Context: an optimization exercise on an open-source flow, tuned for small area and a short achievable clock period. The choices shown serve that exercise and are no tape-out recipe.
In this exercise RTL edits were held to simulation tests only and were not proved equivalent to the original.

Setup of run A:
// cwu_codec
module cwu_codec (
    input  wire        clk,
    input  wire        rst,
    input  wire        enc_valid,
    input  wire [63:0] enc_data,
    input  wire [35:0] enc_h,
    input  wire [2:0]  enc_word,
    input  wire        enc_poison,
    output reg         enc_out_valid,
    output reg  [23:0] enc_check,
    input  wire        dec_valid,
    input  wire [63:0] dec_data,
    input  wire [23:0] dec_check,
    input  wire [35:0] dec_h,
    input  wire [2:0]  dec_word,
    input  wire        dec_erase_en,
    input  wire [3:0]  dec_erase_dev,
    output reg         dec_out_valid,
    output reg  [63:0] dec_out_data,
    output reg  [2:0]  dec_outcome,
    output reg  [3:0]  dec_position,
    output reg  [23:0] dec_synd
);
Size: roughly 2200 cells after synthesis, roughly 20000 um^2 of cells after synthesis.
==> flow/config.mk <==
export PLATFORM = sky130hd
export DESIGN_NAME = cwu_codec
export DESIGN_NICKNAME = cwu_codec
export VERILOG_FILES = /design/flow/design.v
export SDC_FILE = /design/flow/constraint.sdc
export NUM_CORES = 4
export LEC_CHECK = 0
export CAP_MARGIN = 20
export CORE_MARGIN = 2
export CORE_UTILIZATION = 50
export GPL_ROUTABILITY_DRIVEN = 1
export SLEW_MARGIN = 20
==> flow/constraint.sdc <==
create_clock -name core_clock -period 28.0 [get_ports {clk}]
set_input_delay 5.6000 -clock core_clock [delete_from_list [all_inputs] [get_ports {clk}]]
set_output_delay 5.6000 -clock core_clock [all_outputs]
set_load 0.01 [all_outputs]
standard.sh (not shown) runs the stock make flow with config.mk's settings and CLKGATE_MAP_FILE= SYNTH_SCRIPT=/design/flow/synth_recipe.tcl, a recipe that flattens the netlist after the stock synthesis.
==> flow/flow/run.sh <==
#!/bin/bash
# Own flow: the standard layout (standard.sh) with two changes:
#  - ABC maps the logic with flow/abc.script (an area-oriented mapping
#    followed by ABC's buffering and sizing) instead of ORFS's
#    abc_speed/abc_area script; the synthesis passes before and after ABC
#    are standard.sh's own (synth_recipe.tcl);
#  - repair_timing aims for SETUP_SLACK_MARGIN=20.7 ns of setup slack;
#  - the port buffers that global placement inserts on every input and
#    output are sky130_fd_sc_hd__buf_1 cells.
# Each tool's output is in orfs/logs/ (per step) and make_flow.log.
set -euo pipefail
W=$(pwd)
cp flow/abc.script "$W/abc_custom.script"
cat > "$W/custom_synth.tcl" <<EOT
proc abc {args} {
  set i [lsearch -exact \$args -script]
  if {\$i >= 0} { lset args [expr {\$i + 1}] $W/abc_custom.script }
  puts "custom abc script: $W/abc_custom.script"
  yosys abc {*}\$args
}
source $W/synth_recipe.tcl
EOT
sed -e "s#SYNTH_SCRIPT=[^ ]*#SYNTH_SCRIPT=$W/custom_synth.tcl 'BUFFER_PORTS_ARGS=-buffer_cell sky130_fd_sc_hd__buf_1' SETUP_SLACK_MARGIN=20.7#" standard.sh > "$W/custom_standard.sh"
grep -q "SYNTH_SCRIPT=$W/custom_synth.tcl" "$W/custom_standard.sh"
bash "$W/custom_standard.sh" > "$W/make_flow.log" 2>&1
==> flow/flow/abc.script <==
strash
ifraig
scorr
dc2
dch -f
&get -n
&st
&dch
&nf -R 1000
&put
topo
Having completed the whole flow, run A delivered a layout that passed the timing, DRC and antenna checks.
Relative to run A, the following input files were edited for run B:
==> flow/flow/run.sh <==
#!/bin/bash
# Own flow: the standard layout (standard.sh) with these changes:
#  - ABC maps the logic with flow/abc.script (an area-oriented mapping)
#    instead of ORFS's abc_speed/abc_area script; the synthesis passes
#    before and after ABC are standard.sh's own (synth_recipe.tcl);
#  - repair_timing aims for SETUP_SLACK_MARGIN=20.5 ns of setup slack;
#  - the port buffers that global placement inserts on every input and
#    output are sky130_fd_sc_hd__buf_1 cells.
# Each tool's output is in orfs/logs/ (per step) and make_flow.log.
set -euo pipefail
W=$(pwd)
cp flow/abc.script "$W/abc_custom.script"
cat > "$W/custom_synth.tcl" <<EOT
proc abc {args} {
  set i [lsearch -exact \$args -script]
  if {\$i >= 0} { lset args [expr {\$i + 1}] $W/abc_custom.script }
  puts "custom abc script: $W/abc_custom.script"
  yosys abc {*}\$args
}
source $W/synth_recipe.tcl
EOT
sed -e "s#SYNTH_SCRIPT=[^ ]*#SYNTH_SCRIPT=$W/custom_synth.tcl 'BUFFER_PORTS_ARGS=-buffer_cell sky130_fd_sc_hd__buf_1' SETUP_SLACK_MARGIN=20.5#" standard.sh > "$W/custom_standard.sh"
grep -q "SYNTH_SCRIPT=$W/custom_synth.tcl" "$W/custom_standard.sh"
bash "$W/custom_standard.sh" > "$W/make_flow.log" 2>&1
### Flow results
For run B, the source of the critical timing path was dec_data[30], unlike run A, where it was enc_data[25]. Summary of run B over run A: die area ~0 delta, routed length on met1 -4.6%, number of cell instances on the worst register-to-register path -3.6%. Lower first-pass GRT wire length was reported by run B, not run A. Between run A and run B, all-layer global routing usage is lower for run B, run A comes in above that. Setup slack in run B is smaller than in run A. Compared with run A, in run B maximum frequency has decreased; clock skew has decreased; proportion of layout cells with a drive suffix above 1 has decreased; multi-input combinational cell count has remained practically unchanged; final net count has decreased.
For run C, these inputs were changed with respect to run B:
-- flow/flow/run.sh --
<<< run B, line 1
#!/bin/bash
# Own flow: the standard layout (standard.sh) with these changes:
#  - ABC maps the logic with flow/abc.script (an area-oriented mapping)
#    instead of ORFS's abc_speed/abc_area script; the synthesis passes
#    before and after ABC are standard.sh's own (synth_recipe.tcl);
#  - repair_timing aims for SETUP_SLACK_MARGIN=20.5 ns of setup slack;
#  - the port buffers that global placement inserts on every input and
>>> run C, line 1
#!/bin/bash
# Own flow: the standard layout (standard.sh) with two changes:
#  - ABC maps the logic with flow/abc.script (an area-oriented mapping
#    followed by ABC's buffering and sizing) instead of ORFS's
#    abc_speed/abc_area script; the synthesis passes before and after ABC
#    are standard.sh's own (synth_recipe.tcl);
#  - repair_timing aims for SETUP_SLACK_MARGIN=20.5 ns of setup slack;
#  - the port buffers that global placement inserts on every input and
==> flow/flow/abc.script <==
strash
ifraig
scorr
dc2
dch -f
&get -n
&st
&dch
&nf -R 1000 -E 10
&put
buffer -c
topo
stime -c
upsize -c
dnsize -c
Notes after the runs:
- Run C | stages: all done | timing, DRC, antenna: all pass
- Run B → run C: ratio of final minimum period to clock period essentially unchanged, multi-input gate share of the layout cell area essentially unchanged, final antenna diode count decreased 2, first-pass GRT wire length increased 1.6%.
- Run C vs run B, library cell contributing the largest single delay on the critical path: sky130_fd_sc_hd__xor2_1 vs sky130_fd_sc_hd__xnor3_1
#### Input delta (run D over run C)
==> flow/flow/abc.script <==
strash
ifraig
scorr
dc2
dch -f
&get -n
&st
&dch
&nf -R 1000 -E 10
&put
topo
==> summary.txt <==
Run D: no failed stages, no open violations at the end
Run D vs run C, clock-cell share of area went down by 0.38 points.
Per the comparison of run D with run C, biggest cell delay along the critical path down 150 ps, quantity of gates resized following cts up 11%, core utilization up 1.9 points, final period demand of the worst path down 45 ps.
| number of antenna violations at the first check in global routing | run D vs run C | 1 lower |
Run D vs run C — path depth of the worst reg2reg path climbed by a few percent


Starting RTL as in the previous note.
==> flow/config.mk <==
export PLATFORM = sky130hd
export DESIGN_NAME = cwu_codec
export DESIGN_NICKNAME = cwu_codec
export VERILOG_FILES = /design/flow/design.v
export SDC_FILE = /design/flow/constraint.sdc
export NUM_CORES = 4
export LEC_CHECK = 0
export CAP_MARGIN = 20
export CORE_MARGIN = 2
export CORE_UTILIZATION = 50
export GPL_ROUTABILITY_DRIVEN = 1
export SLEW_MARGIN = 20
==> flow/constraint.sdc <==
create_clock -name core_clock -period 28.0 [get_ports {clk}]
set_input_delay 5.6000 -clock core_clock [delete_from_list [all_inputs] [get_ports {clk}]]
set_output_delay 5.6000 -clock core_clock [all_outputs]
set_load 0.01 [all_outputs]
==> flow/flow/run.sh <==
#!/bin/bash
# Own flow: the standard layout (standard.sh) with two changes:
#  - ABC maps the logic with flow/abc.script (an area-oriented mapping
#    followed by ABC's buffering and sizing) instead of ORFS's
#    abc_speed/abc_area script; the synthesis passes before and after ABC
#    are standard.sh's own (synth_recipe.tcl);
#  - the port buffers that global placement inserts on every input and
#    output are sky130_fd_sc_hd__buf_2 cells.
# Each tool's output is in orfs/logs/ (per step) and make_flow.log.
set -euo pipefail
W=$(pwd)
cp flow/abc.script "$W/abc_custom.script"
cat > "$W/custom_synth.tcl" <<EOT
proc abc {args} {
  set i [lsearch -exact \$args -script]
  if {\$i >= 0} { lset args [expr {\$i + 1}] $W/abc_custom.script }
  puts "custom abc script: $W/abc_custom.script"
  yosys abc {*}\$args
}
source $W/synth_recipe.tcl
EOT
sed -e "s#SYNTH_SCRIPT=[^ ]*#SYNTH_SCRIPT=$W/custom_synth.tcl 'BUFFER_PORTS_ARGS=-buffer_cell sky130_fd_sc_hd__buf_2' SETUP_SLACK_MARGIN=20#" standard.sh > "$W/custom_standard.sh"
grep -q "SYNTH_SCRIPT=$W/custom_synth.tcl" "$W/custom_standard.sh"
bash "$W/custom_standard.sh" > "$W/make_flow.log" 2>&1
==> flow/flow/abc.script <==
strash
ifraig
scorr
dc2
dch -f
&get -n
&st
&dch
&nf -R 1000
&put
buffer -c
topo
stime -c
upsize -c
dnsize -c
==> next run, changes <==
--- a/flow/flow/run.sh
+++ b/flow/flow/run.sh
@@ -6,0 +7 @@
+#  - repair_timing aims for SETUP_SLACK_MARGIN=20.5 ns of setup slack;
@@ -8 +9 @@
-#    output are sky130_fd_sc_hd__buf_2 cells.
+#    output are sky130_fd_sc_hd__buf_1 cells.
@@ -22 +23 @@
-sed -e "s#SYNTH_SCRIPT=[^ ]*#SYNTH_SCRIPT=$W/custom_synth.tcl 'BUFFER_PORTS_ARGS=-buffer_cell sky130_fd_sc_hd__buf_2' SETUP_SLACK_MARGIN=20#" standard.sh > "$W/custom_standard.sh"
+sed -e "s#SYNTH_SCRIPT=[^ ]*#SYNTH_SCRIPT=$W/custom_synth.tcl 'BUFFER_PORTS_ARGS=-buffer_cell sky130_fd_sc_hd__buf_1' SETUP_SLACK_MARGIN=20.5#" standard.sh > "$W/custom_standard.sh"
Settings changed: CTS_BUF_LIST set to sky130_fd_sc_hd__clkbuf_4 sky130_fd_sc_hd__clkbuf_8.
=> The changed run ran to the end with no violations. Worst setup slack gains 0.32 ns. Design area went up slightly. Flip-flop and latch count does not change.
==> next run, changes <==
==> flow/flow/abc.script (replaced) <==
strash
ifraig
scorr
dc2
dch -f
&get -n
&st
&dch
&nf -R 1000
&put
topo
Settings changed: CTS_BUF_LIST sky130_fd_sc_hd__clkbuf_4 sky130_fd_sc_hd__clkbuf_8 to unset, PLACE_DENSITY set to 0.7.
Result: The changed run finished clean. Wire length increases by 1.0%. Die area came out lower by 4.4%. Final area fell by 0.69%.
==> next run, changes <==
Settings changed: CORE_UTILIZATION 50 to 45, PLACE_DENSITY 0.7 to unset.
Result: Hold slack barely changes. Sequential share of layout area hardly moves. Design area decreases slightly. Area after synthesis does not change. Clock skew is lower by 0.0089 ns. Via count fell slightly. Wire length is higher slightly. Synthesized cell count does not change.

-- separate check: timing with driven ports --
How much do the figures lean on ideal ports? The routed layouts below were timed once more, with nothing changed but the port constraints.
Step 1 (the two cells are an assumption about what drives the block):
set clk [get_ports {clk}]
set_driving_cell -lib_cell sky130_fd_sc_hd__clkbuf_16 $clk
set_driving_cell -lib_cell sky130_fd_sc_hd__buf_2 [delete_from_list [all_inputs] $clk]
Step 2 also shifts input and output timing later by t, the mid clock arrival at the registers, as if the neighbouring blocks saw the same clock.
Slacks: ideal / step 1 / step 2; pairs: ideal / step 1.
| run | t, ns | setup slack, ns | worst register clock-pin slew, ns |
|---|---|---|---|
| run A | 0.619 | 20.604 / 20.643 / 20.025 | 0.07 / 0.07 |
| run B | 0.623 | 20.544 / 20.575 / 19.951 | 0.08 / 0.08 |
| run C | 0.599 | 20.504 / 20.533 / 19.934 | 0.07 / 0.07 |
| run D | 0.617 | 20.549 / 20.577 / 19.960 | 0.07 / 0.07 |
| the first run of note 2 | 0.617 | 20.161 / 20.161 / 19.820 | 0.07 / 0.07 |
| the second run of note 2 | 0.674 | 20.479 / 20.514 / 19.840 | 0.07 / 0.07 |
| the third run of note 2 | 0.623 | 20.490 / 20.519 / 19.895 | 0.07 / 0.07 |
| the fourth run of note 2 | 0.624 | 20.544 / 20.578 / 19.954 | 0.07 / 0.07 |
After both steps setup and hold are still met in every run listed. For the second run of note 2, which loses most, drivers alone change the setup slack by +0.035 ns; drivers and shift together by -0.639 ns.
